This is an optimization exercise on Yosys and OpenROAD, whose aim is small area, a short achievable clock period and few clock cycles per item, not a production implementation. Where RTL was checked, it was by simulation tests only, not by an equivalence proof against the original. No activity file was given, so power comes from the tool's default toggle rates.

==> inputs of job 1972 <==
==> flow/design.v (excerpt) <==
module mx_quant (
    input  wire        clk,
    input  wire        rst,         
    input  wire        in_valid,
    output wire        in_ready,
    input  wire [31:0] in_data,
    input  wire [1:0]  in_src,      
    input  wire [3:0]  in_dst,      
    output wire        out_valid,
    input  wire        out_ready,
    output wire [7:0]  out_code,
    output wire [7:0]  out_x,
    output wire [9:0]  out_qmax,
    output wire        out_last
);
export LEC_CHECK = 0
export ABC_AREA = 1
export CAP_MARGIN = 0
export CORE_MARGIN = 2
export CORE_UTILIZATION = 55
export CTS_BUF_LIST = sky130_fd_sc_hd__clkbuf_8
export CTS_CLUSTER_DIAMETER = 60
export CTS_CLUSTER_SIZE = 16
export SLEW_MARGIN = 0
create_clock -name core_clock -period 22.0 [get_ports {clk}]
standard.sh (not shown) runs the stock make flow with config.mk's settings and CLKGATE_MAP_FILE= SYNTH_SCRIPT=/design/flow/synth_recipe.tcl, a recipe that flattens the netlist after the stock synthesis.
==> flow/flow/run.sh <==
#!/bin/bash
# The standard ORFS layout, asked to repair timing with extra setup margin and
# with faster buffers on the ports.
set -euo pipefail
bash standard.sh SETUP_SLACK_MARGIN=16.5 "BUFFER_PORTS_ARGS=-buffer_cell sky130_fd_sc_hd__buf_2" finish > standard.log 2>&1
==> inputs of job 2845, as changes to job 1972 <==
--- a/flow/design.v
+++ b/flow/design.v
@@ -18,36 +18,36 @@
     localparam [1:0] C_I8 = 2'd2;    
     localparam [1:0] C_U8 = 2'd3;    
     localparam integer N = 32;
     reg  [4:0]  in_idx;
     reg  [1:0]  src_in, cls_in;
     reg         in_rdy;
-    reg         ir_v;
+    reg         ir_v, ir_first, ir_last;
     reg  [31:0] ir_d;           
+    reg         ir_f, ir_b, ir_h;               
+    reg  [1:0]  ir_cls;
     reg  [17:0] ring [0:N-1];
     reg  [5:0]  cnt;            
     reg  [4:0]  dw;             
     reg  [7:0]  acc_m;
+    reg  [8:0]  acc_p;
     reg         acc_nz, acc_nf;
-    reg  [8:0]  dn_p;           
+    reg  [7:0]  dn_m;
+    reg  [8:0]  dn_p;
     reg         dn_nz, dn_nf;
     reg  [1:0]  dn_cls;
     reg         rdy;            
     reg  [4:0]  hd_idx;
     reg         c1_v, s_v, o_v;
     wire        first_in = (in_idx == 5'd0);
+    wire [1:0]  src_cur  = first_in ? in_src : src_in;
     wire [1:0]  dst_cls  = (in_dst == 4'd3) ? C_E4 :
                            (in_dst == 4'd4) ? C_E5 :
                            (in_dst == 4'd9) ? C_U8 : C_I8;
+    wire [1:0]  cls_cur  = first_in ? dst_cls : cls_in;
     wire in_fire = in_valid & in_rdy;
-    wire        ir_first = (in_idx == 5'd1);
-    wire        ir_last  = (in_idx == 5'd0);
-    wire        ir_f     = (src_in == 2'd0);
-    wire        ir_b     = (src_in == 2'd1);
-    wire        ir_h     = (src_in == 2'd2);
-    wire [1:0]  ir_cls   = cls_in;
     function automatic [4:0] lzc24(input [23:0] x);
         integer i;
         reg found;
         begin
             lzc24 = 5'd0;
             found = 1'b0;
@@ -87,58 +87,53 @@
                           (ir_h & (ir_d[14:10] == 5'h1f));
     wire        dc_zr   = dc_e0 & dc_m0;
     wire        dc_den  = dc_e0 & !dc_m0;
     wire [7:0]  h_en    = {3'd0, ir_d[14:10]} + 8'd112;
     wire [7:0]  dc_en   = ir_f ? ir_d[30:23] : ir_b ? ir_d[14:7] : h_en;    
     wire [23:0] dc_v    = {!dc_e0, dc_m};
-    wire        dc_z16  = (dc_v[23:8] == 16'd0);
-    wire [23:0] dc_n16  = dc_z16 ? {dc_v[7:0], 16'd0} : dc_v;
-    wire        dc_z8   = (dc_n16[23:16] == 8'd0);
-    wire [23:0] dc_n8   = dc_z8 ? {dc_n16[15:0], 8'd0} : dc_n16;
-    wire        dc_z4   = (dc_n8[23:20] == 4'd0);
-    wire [23:0] dc_n4   = dc_z4 ? {dc_n8[19:0], 4'd0} : dc_n8;
-    wire        dc_z2   = (dc_n4[23:22] == 2'd0);
-    wire [23:0] dc_n2   = dc_z2 ? {dc_n4[21:0], 2'd0} : dc_n4;
-    wire        dc_z1   = !dc_n2[23];
-    wire [23:0] dc_nv   = dc_z1 ? {dc_n2[22:0], 1'b0} : dc_n2;
-    wire [4:0]  dc_lz   = {dc_z16, dc_z8, dc_z4, dc_z2, dc_z1};
+    wire [4:0]  dc_lz   = lzc24(dc_v);
+    wire [23:0] dc_nv   = dc_v << dc_lz;
+    wire [23:0] dc_pre;                         
+    genvar gj;
+    generate
+        for (gj = 0; gj < 24; gj = gj + 1) begin : g_pre
+            assign dc_pre[gj] = |dc_v[23:gj];
+        end
+    endgenerate
+    wire [15:0] dc_st8  = dc_v[15:0] & dc_pre[23:8];
+    wire [14:0] dc_st9  = dc_v[14:0] & dc_pre[23:9];
     wire [8:0]  dc_e9b  = dc_e0 ? (ir_h ? 9'd136 : 9'd24) : ({1'b0, dc_en} + 9'd23);
     wire [8:0]  dc_e9   = dc_e9b - {4'd0, dc_lz};
     wire [22:0] dc_f    = {dc_nv[22:15], 15'd0};
     wire [4:0]  h_lz    = lzc23({ir_d[9:0], 13'd0});
     wire [7:0]  h_qm    = h_e0 ? 8'd112 - {3'd0, h_lz} : h_en;
     wire [7:0]  dc_qm   = ir_f ? ir_d[30:23] : ir_b ? ir_d[14:7] : h_qm;
     wire        dc_u8   = (ir_cls == C_U8);
     wire        dc_kill = dc_zr | (dc_u8 & dc_s);
     wire [17:0] dc_pk   = {dc_kill ? 9'd0 : dc_e9,
                            dc_u8 ? dc_f[15] : dc_s,
                            dc_f[22:16],
-                           dc_u8 ? |dc_nv[14:0] : |dc_nv[15:0]};
-    function automatic [4:0] k1of(input [1:0] cls);
-        case (cls)
-            C_E4:    k1of = 5'd14;
-            C_E5:    k1of = 5'd0;
-            C_I8:    k1of = 5'd25;
-            default: k1of = 5'd24;
-        endcase
-    endfunction
-    function automatic [4:0] k2of(input [1:0] cls);
-        case (cls)
-            C_E4:    k2of = 5'd22;
-            C_E5:    k2of = 5'd15;
-            C_I8:    k2of = 5'd25;
-            default: k2of = 5'd24;
-        endcase
+                           dc_u8 ? |dc_st9 : |dc_st8};
+    function automatic [8:0] pofm(input [7:0] m, input [1:0] cls);
+        begin
+            case (cls)
+                C_E4:    pofm = (m > 8'd8)  ? {1'b0, m} + 9'd14 : 9'd22;
+                C_E5:    pofm = (m > 8'd15) ? {1'b0, m} : 9'd15;
+                C_I8:    pofm = {1'b0, m} + 9'd25;
+                default: pofm = {1'b0, m} + 9'd24;
+            endcase
+        end
     endfunction
     wire       cand   = !dc_nf & !dc_zr;
     wire [7:0] m_prev = ir_first ? 8'd0 : acc_m;
-    wire [8:0] p_prev = {1'b0, m_prev} + {4'd0, k1of(ir_cls)};
-    wire       upd    = cand & (dc_qm > m_prev);
-    wire [8:0] p_qm   = {1'b0, dc_qm} + {4'd0, k1of(ir_cls)};
+    wire [8:0] p_prev = ir_first ? pofm(8'd0, ir_cls) : acc_p;
+    wire       upd    = cand & ((ir_f & (ir_d[30:23] > m_prev)) |
+                                (ir_b & (ir_d[14:7] > m_prev)) |
+                                (ir_h & (h_qm > m_prev)));
     wire [7:0] m_new  = upd ? dc_qm : m_prev;
-    wire [8:0] p_new  = upd ? p_qm : p_prev;
+    wire [8:0] p_new  = upd ? pofm(dc_qm, ir_cls) : p_prev;
     wire       nz_new = (!ir_first & acc_nz) | cand;
     wire       nf_new = (!ir_first & acc_nf) | dc_nf;
     wire        c1_free = !c1_v | !s_v;
     wire        empty   = (cnt == 6'd0);
     wire        full    = cnt[5];
     wire        rd      = (dw == cnt[4:0]) & !empty & rdy & c1_free;
@@ -189,21 +184,29 @@
         if (in_fire && first_in) begin
             src_in <= in_src;
             cls_in <= dst_cls;
         end
         if (ir_en) begin
             ir_d     <= in_data;
+            ir_f     <= (src_cur == 2'd0);
+            ir_b     <= (src_cur == 2'd1);
+            ir_h     <= (src_cur == 2'd2);
+            ir_cls   <= cls_cur;
+            ir_first <= first_in;
+            ir_last  <= (in_idx == 5'd31);
         end
     end
     always @(posedge clk) begin
         if (wr) begin
             acc_m  <= m_new;
+            acc_p  <= p_new;
             acc_nz <= nz_new;
             acc_nf <= nf_new;
         end
         if (done_in) begin
+            dn_m   <= m_new;
             dn_p   <= p_new;
             dn_nz  <= nz_new;
             dn_nf  <= nf_new;
             dn_cls <= ir_cls;
         end
     end
@@ -214,15 +217,13 @@
             ring[k] <= ring[k-1];
     end
     wire [8:0]  pt_e9  = pt[17:9];
     wire        pt_u8  = (dn_cls == C_U8);
     wire        pt_s   = pt_u8 ? 1'b0 : pt[8];
     wire [8:0]  pt_sig = {1'b1, pt[7:1], pt_u8 ? pt[8] : 1'b0};
-    wire [4:0]  dn_k2  = k2of(dn_cls);
-    wire [8:0]  dn_pc  = (dn_p < {4'd0, dn_k2}) ? {4'd0, dn_k2} : dn_p;
-    wire signed [10:0] t = $signed({2'b00, dn_pc}) - $signed({2'b00, pt_e9});
+    wire signed [10:0] t = $signed({2'b00, dn_p}) - $signed({2'b00, pt_e9});
     wire [3:0]  dmin   = (dn_cls == C_E4) ? 4'd5 : (dn_cls == C_E5) ? 4'd6 : 4'd0;
     wire signed [10:0] dmin_s = $signed({7'd0, dmin});
     wire [3:0]  dsh    = (t > 11'sd10) ? 4'd10 : ((t < dmin_s) ? dmin : t[3:0]);
     wire signed [10:0] ex_s = dmin_s - t;
     wire [4:0]  pt_ex  = (t < dmin_s) ? ex_s[4:0] : 5'd0;
     wire [17:0] pt_sh  = {pt_sig, 9'd0} >> dsh;
@@ -263,16 +264,23 @@
             C_I8:    c1_code = i8c;
             default: c1_code = u8c;
         endcase
         if (c1_kill) c1_code = 8'd0;
     end
     wire       dn_z   = !dn_nf & !dn_nz;
-    wire [9:0] dn_xd  = {1'b0, dn_p} - {5'd0, dn_k2};
-    wire [8:0] dn_m   = dn_p - {4'd0, k1of(dn_cls)};
-    wire [7:0] dn_x   = dn_nf ? 8'hff : (dn_z | dn_xd[9]) ? 8'h00 : dn_xd[7:0];
-    wire [9:0] dn_q   = {dn_nf, dn_z, dn_nf ? 8'hff : (dn_z ? 8'h00 : dn_m[7:0])};
+    reg  [4:0] dn_emax;
+    always @(*) begin
+        case (dn_cls)
+            C_E4:    dn_emax = 5'd8;
+            C_E5:    dn_emax = 5'd15;
+            default: dn_emax = 5'd0;
+        endcase
+    end
+    wire [8:0] dn_xd  = {1'b0, dn_m} - {4'd0, dn_emax};
+    wire [7:0] dn_x   = dn_nf ? 8'hff : (dn_z | dn_xd[8]) ? 8'h00 : dn_xd[7:0];
+    wire [9:0] dn_q   = {dn_nf, dn_z, dn_nf ? 8'hff : (dn_z ? 8'h00 : dn_m)};
     reg  [7:0] o_code, s_code;
     reg  [7:0] o_x;
     reg  [9:0] o_q;
     reg        o_last, s_last, s_first;
     wire       nx_first = s_v ? s_first : c1_first;
     always @(posedge clk) begin
==> flow/flow/run.sh (replaced) <==
#!/bin/bash
# The standard ORFS layout, asked to repair timing with extra setup margin and
# with faster buffers on the ports.
set -euo pipefail
bash standard.sh SETUP_SLACK_MARGIN=16.5 "BUFFER_PORTS_ARGS=-buffer_cell sky130_fd_sc_hd__buf_4" finish > standard.log 2>&1
CAP_MARGIN = 20   (was 0)
CORE_UTILIZATION = 40   (was 55)
CTS_BUF_LIST = default   (was sky130_fd_sc_hd__clkbuf_8)
CTS_CLUSTER_DIAMETER = 90   (was 60)
CTS_CLUSTER_SIZE = 30   (was 16)
SLEW_MARGIN = 20   (was 0)
==> inputs of job 7023, as changes to job 1972 <==
--- a/flow/design.v
+++ b/flow/design.v
@@ -87,35 +87,35 @@
                           (ir_h & (ir_d[14:10] == 5'h1f));
     wire        dc_zr   = dc_e0 & dc_m0;
     wire        dc_den  = dc_e0 & !dc_m0;
     wire [7:0]  h_en    = {3'd0, ir_d[14:10]} + 8'd112;
     wire [7:0]  dc_en   = ir_f ? ir_d[30:23] : ir_b ? ir_d[14:7] : h_en;    
     wire [23:0] dc_v    = {!dc_e0, dc_m};
-    wire        dc_z16  = (dc_v[23:8] == 16'd0);
-    wire [23:0] dc_n16  = dc_z16 ? {dc_v[7:0], 16'd0} : dc_v;
-    wire        dc_z8   = (dc_n16[23:16] == 8'd0);
-    wire [23:0] dc_n8   = dc_z8 ? {dc_n16[15:0], 8'd0} : dc_n16;
-    wire        dc_z4   = (dc_n8[23:20] == 4'd0);
-    wire [23:0] dc_n4   = dc_z4 ? {dc_n8[19:0], 4'd0} : dc_n8;
-    wire        dc_z2   = (dc_n4[23:22] == 2'd0);
-    wire [23:0] dc_n2   = dc_z2 ? {dc_n4[21:0], 2'd0} : dc_n4;
-    wire        dc_z1   = !dc_n2[23];
-    wire [23:0] dc_nv   = dc_z1 ? {dc_n2[22:0], 1'b0} : dc_n2;
-    wire [4:0]  dc_lz   = {dc_z16, dc_z8, dc_z4, dc_z2, dc_z1};
+    wire [4:0]  dc_lz   = lzc24(dc_v);
+    wire [23:0] dc_nv   = dc_v << dc_lz;
+    wire [23:0] dc_pre;                         
+    genvar gj;
+    generate
+        for (gj = 0; gj < 24; gj = gj + 1) begin : g_pre
+            assign dc_pre[gj] = |dc_v[23:gj];
+        end
+    endgenerate
+    wire [15:0] dc_st8  = dc_v[15:0] & dc_pre[23:8];
+    wire [14:0] dc_st9  = dc_v[14:0] & dc_pre[23:9];
     wire [8:0]  dc_e9b  = dc_e0 ? (ir_h ? 9'd136 : 9'd24) : ({1'b0, dc_en} + 9'd23);
     wire [8:0]  dc_e9   = dc_e9b - {4'd0, dc_lz};
     wire [22:0] dc_f    = {dc_nv[22:15], 15'd0};
     wire [4:0]  h_lz    = lzc23({ir_d[9:0], 13'd0});
     wire [7:0]  h_qm    = h_e0 ? 8'd112 - {3'd0, h_lz} : h_en;
     wire [7:0]  dc_qm   = ir_f ? ir_d[30:23] : ir_b ? ir_d[14:7] : h_qm;
     wire        dc_u8   = (ir_cls == C_U8);
     wire        dc_kill = dc_zr | (dc_u8 & dc_s);
     wire [17:0] dc_pk   = {dc_kill ? 9'd0 : dc_e9,
                            dc_u8 ? dc_f[15] : dc_s,
                            dc_f[22:16],
-                           dc_u8 ? |dc_nv[14:0] : |dc_nv[15:0]};
+                           dc_u8 ? |dc_st9 : |dc_st8};
     function automatic [4:0] k1of(input [1:0] cls);
         case (cls)
             C_E4:    k1of = 5'd14;
             C_E5:    k1of = 5'd0;
             C_I8:    k1of = 5'd25;
             default: k1of = 5'd24;
CTS_BUF_LIST = default   (was sky130_fd_sc_hd__clkbuf_8)
CTS_CLUSTER_DIAMETER = 100   (was 60)
CTS_CLUSTER_SIZE = 30   (was 16)
==> inputs of job 7168, as changes to job 1972 <==
--- a/flow/design.v
+++ b/flow/design.v
@@ -18,36 +18,35 @@
     localparam [1:0] C_I8 = 2'd2;    
     localparam [1:0] C_U8 = 2'd3;    
     localparam integer N = 32;
     reg  [4:0]  in_idx;
     reg  [1:0]  src_in, cls_in;
     reg         in_rdy;
-    reg         ir_v;
+    reg         ir_v, ir_first, ir_last;
     reg  [31:0] ir_d;           
+    reg         ir_f, ir_b, ir_h;               
+    reg  [1:0]  ir_cls;
     reg  [17:0] ring [0:N-1];
     reg  [5:0]  cnt;            
     reg  [4:0]  dw;             
     reg  [7:0]  acc_m;
+    reg  [8:0]  acc_p;          
     reg         acc_nz, acc_nf;
     reg  [8:0]  dn_p;           
     reg         dn_nz, dn_nf;
     reg  [1:0]  dn_cls;
     reg         rdy;            
     reg  [4:0]  hd_idx;
     reg         c1_v, s_v, o_v;
     wire        first_in = (in_idx == 5'd0);
+    wire [1:0]  src_cur  = first_in ? in_src : src_in;
     wire [1:0]  dst_cls  = (in_dst == 4'd3) ? C_E4 :
                            (in_dst == 4'd4) ? C_E5 :
                            (in_dst == 4'd9) ? C_U8 : C_I8;
+    wire [1:0]  cls_cur  = first_in ? dst_cls : cls_in;
     wire in_fire = in_valid & in_rdy;
-    wire        ir_first = (in_idx == 5'd1);
-    wire        ir_last  = (in_idx == 5'd0);
-    wire        ir_f     = (src_in == 2'd0);
-    wire        ir_b     = (src_in == 2'd1);
-    wire        ir_h     = (src_in == 2'd2);
-    wire [1:0]  ir_cls   = cls_in;
     function automatic [4:0] lzc24(input [23:0] x);
         integer i;
         reg found;
         begin
             lzc24 = 5'd0;
             found = 1'b0;
@@ -87,35 +86,35 @@
                           (ir_h & (ir_d[14:10] == 5'h1f));
     wire        dc_zr   = dc_e0 & dc_m0;
     wire        dc_den  = dc_e0 & !dc_m0;
     wire [7:0]  h_en    = {3'd0, ir_d[14:10]} + 8'd112;
     wire [7:0]  dc_en   = ir_f ? ir_d[30:23] : ir_b ? ir_d[14:7] : h_en;    
     wire [23:0] dc_v    = {!dc_e0, dc_m};
-    wire        dc_z16  = (dc_v[23:8] == 16'd0);
-    wire [23:0] dc_n16  = dc_z16 ? {dc_v[7:0], 16'd0} : dc_v;
-    wire        dc_z8   = (dc_n16[23:16] == 8'd0);
-    wire [23:0] dc_n8   = dc_z8 ? {dc_n16[15:0], 8'd0} : dc_n16;
-    wire        dc_z4   = (dc_n8[23:20] == 4'd0);
-    wire [23:0] dc_n4   = dc_z4 ? {dc_n8[19:0], 4'd0} : dc_n8;
-    wire        dc_z2   = (dc_n4[23:22] == 2'd0);
-    wire [23:0] dc_n2   = dc_z2 ? {dc_n4[21:0], 2'd0} : dc_n4;
-    wire        dc_z1   = !dc_n2[23];
-    wire [23:0] dc_nv   = dc_z1 ? {dc_n2[22:0], 1'b0} : dc_n2;
-    wire [4:0]  dc_lz   = {dc_z16, dc_z8, dc_z4, dc_z2, dc_z1};
+    wire [4:0]  dc_lz   = lzc24(dc_v);
+    wire [23:0] dc_nv   = dc_v << dc_lz;
+    wire [23:0] dc_pre;                         
+    genvar gj;
+    generate
+        for (gj = 0; gj < 24; gj = gj + 1) begin : g_pre
+            assign dc_pre[gj] = |dc_v[23:gj];
+        end
+    endgenerate
+    wire [15:0] dc_st8  = dc_v[15:0] & dc_pre[23:8];
+    wire [14:0] dc_st9  = dc_v[14:0] & dc_pre[23:9];
     wire [8:0]  dc_e9b  = dc_e0 ? (ir_h ? 9'd136 : 9'd24) : ({1'b0, dc_en} + 9'd23);
     wire [8:0]  dc_e9   = dc_e9b - {4'd0, dc_lz};
     wire [22:0] dc_f    = {dc_nv[22:15], 15'd0};
     wire [4:0]  h_lz    = lzc23({ir_d[9:0], 13'd0});
     wire [7:0]  h_qm    = h_e0 ? 8'd112 - {3'd0, h_lz} : h_en;
     wire [7:0]  dc_qm   = ir_f ? ir_d[30:23] : ir_b ? ir_d[14:7] : h_qm;
     wire        dc_u8   = (ir_cls == C_U8);
     wire        dc_kill = dc_zr | (dc_u8 & dc_s);
     wire [17:0] dc_pk   = {dc_kill ? 9'd0 : dc_e9,
                            dc_u8 ? dc_f[15] : dc_s,
                            dc_f[22:16],
-                           dc_u8 ? |dc_nv[14:0] : |dc_nv[15:0]};
+                           dc_u8 ? |dc_st9 : |dc_st8};
     function automatic [4:0] k1of(input [1:0] cls);
         case (cls)
             C_E4:    k1of = 5'd14;
             C_E5:    k1of = 5'd0;
             C_I8:    k1of = 5'd25;
             default: k1of = 5'd24;
@@ -128,13 +127,13 @@
             C_I8:    k2of = 5'd25;
             default: k2of = 5'd24;
         endcase
     endfunction
     wire       cand   = !dc_nf & !dc_zr;
     wire [7:0] m_prev = ir_first ? 8'd0 : acc_m;
-    wire [8:0] p_prev = {1'b0, m_prev} + {4'd0, k1of(ir_cls)};
+    wire [8:0] p_prev = ir_first ? {4'd0, k1of(ir_cls)} : acc_p;
     wire       upd    = cand & (dc_qm > m_prev);
     wire [8:0] p_qm   = {1'b0, dc_qm} + {4'd0, k1of(ir_cls)};
     wire [7:0] m_new  = upd ? dc_qm : m_prev;
     wire [8:0] p_new  = upd ? p_qm : p_prev;
     wire       nz_new = (!ir_first & acc_nz) | cand;
     wire       nf_new = (!ir_first & acc_nf) | dc_nf;
@@ -189,17 +188,24 @@
         if (in_fire && first_in) begin
             src_in <= in_src;
             cls_in <= dst_cls;
         end
         if (ir_en) begin
             ir_d     <= in_data;
+            ir_f     <= (src_cur == 2'd0);
+            ir_b     <= (src_cur == 2'd1);
+            ir_h     <= (src_cur == 2'd2);
+            ir_cls   <= cls_cur;
+            ir_first <= first_in;
+            ir_last  <= (in_idx == 5'd31);
         end
     end
     always @(posedge clk) begin
         if (wr) begin
             acc_m  <= m_new;
+            acc_p  <= p_new;
             acc_nz <= nz_new;
             acc_nf <= nf_new;
         end
         if (done_in) begin
             dn_p   <= p_new;
             dn_nz  <= nz_new;
CAP_MARGIN = 20   (was 0)
CTS_BUF_LIST = default   (was sky130_fd_sc_hd__clkbuf_8)
CTS_CLUSTER_DIAMETER = 120   (was 60)
CTS_CLUSTER_SIZE = 26   (was 16)
SLEW_MARGIN = 20   (was 0)
==> summary.txt <==
quantity	job 7168	job 1972	job 7023	job 2845
Status	complete, no violations	complete, no violations	complete, no violations	complete, no violations
Relative contribution of sequential cells to total power	54.7%	56.4%	57.0%	55.1%
CTS-repair resized insts	32	23	30	18
Global Route met2 Usage	31.63%	28.51%	32.11%	25.48%
Syn_nets	2,300	2,074	2,266	2,424
Part of the power in the clock network	19.0%	19.4%	17.9%	20.1%
Buffer type at the clock tree root	clkbuf_16	clkbuf_8	clkbuf_16	clkbuf_16
Combinational power	0.959 mW	0.822 mW	0.848 mW	0.899 mW
Final std cells w/o fill	2,833	2,625	2,786	3,158
Total of plain and repair buffers excluding clock buffers	102	94	102	78
Critical Path Source	o_x[4]$_SDFFCE_PP1P_	o_q[5]$_SDFFCE_PP1P_	o_x[6]$_SDFFCE_PP1P_	o_q[2]$_SDFFCE_PP1P_
Number of combinational gates with multiple inputs	1,162	1,002	1,148	1,255
Met3 usage in global routing	3.018%	3.452%	2.687%	1.988%
Wire length of the first global-routing pass	70.76 mm	61.48 mm	70.28 mm	79.07 mm
Post-detail-place hpwl	30.87 mm	27.07 mm	31.59 mm	36.00 mm
Area taken by flip-flops and latches	16,000 um2	15,520 um2	15,520 um2	16,240 um2
Floorplan die width	210.9 um	204.8 um	208.3 um	250.9 um
Leakage Power	11.12 nW	10.62 nW	10.95 nW	11.52 nW
CP peak stage delay	0.42 ns	0.40 ns	0.42 ns	0.42 ns
Antenna violations before repair	1	0	1	0
Total routed wirelength	44.49 mm	38.21 mm	43.94 mm	49.27 mm
Testbench counts of job 7023, summed over its fixed seeds: cycles 6,424, blocks 192.
The RTL of job 1972, job 2845 and job 7168 was laid out without a check of its function.

[re-timing with driven ports]
The results above use ideal ports. As a check the final layouts listed here were re-extracted and re-timed, cells and wires unchanged.
Step 1 assumes that a clkbuf_16 drives the clock port and a buf_2 every other input.
Step 2 also shifts input and output timing later by t, the mid clock arrival at the registers, as if the neighbouring blocks saw the same clock.
a / b / c = ideal / step 1 / step 2; a / b = the first two.
run	t (ns)	slack for setup (ns)	worst setup path after step 2	latest minus earliest clock arrival (ns)	slew at the worst register clock pin (ns)
job 1972	0.706	16.388 / 16.338 / 16.238	input to register	0.032 / 0.032	0.10 / 0.10
job 2845	0.630	16.458 / 16.403 / 16.220	input to register	0.018 / 0.018	0.11 / 0.11
job 7023	0.631	16.441 / 16.388 / 16.314	input to register	0.023 / 0.022	0.11 / 0.11
job 7168	0.625	16.445 / 16.390 / 16.198	input to register	0.030 / 0.030	0.11 / 0.11
After both steps every run listed still meets setup and hold. For job 7168, which loses most, drivers alone change the setup slack by -0.055 ns; drivers and shift together by -0.247 ns.
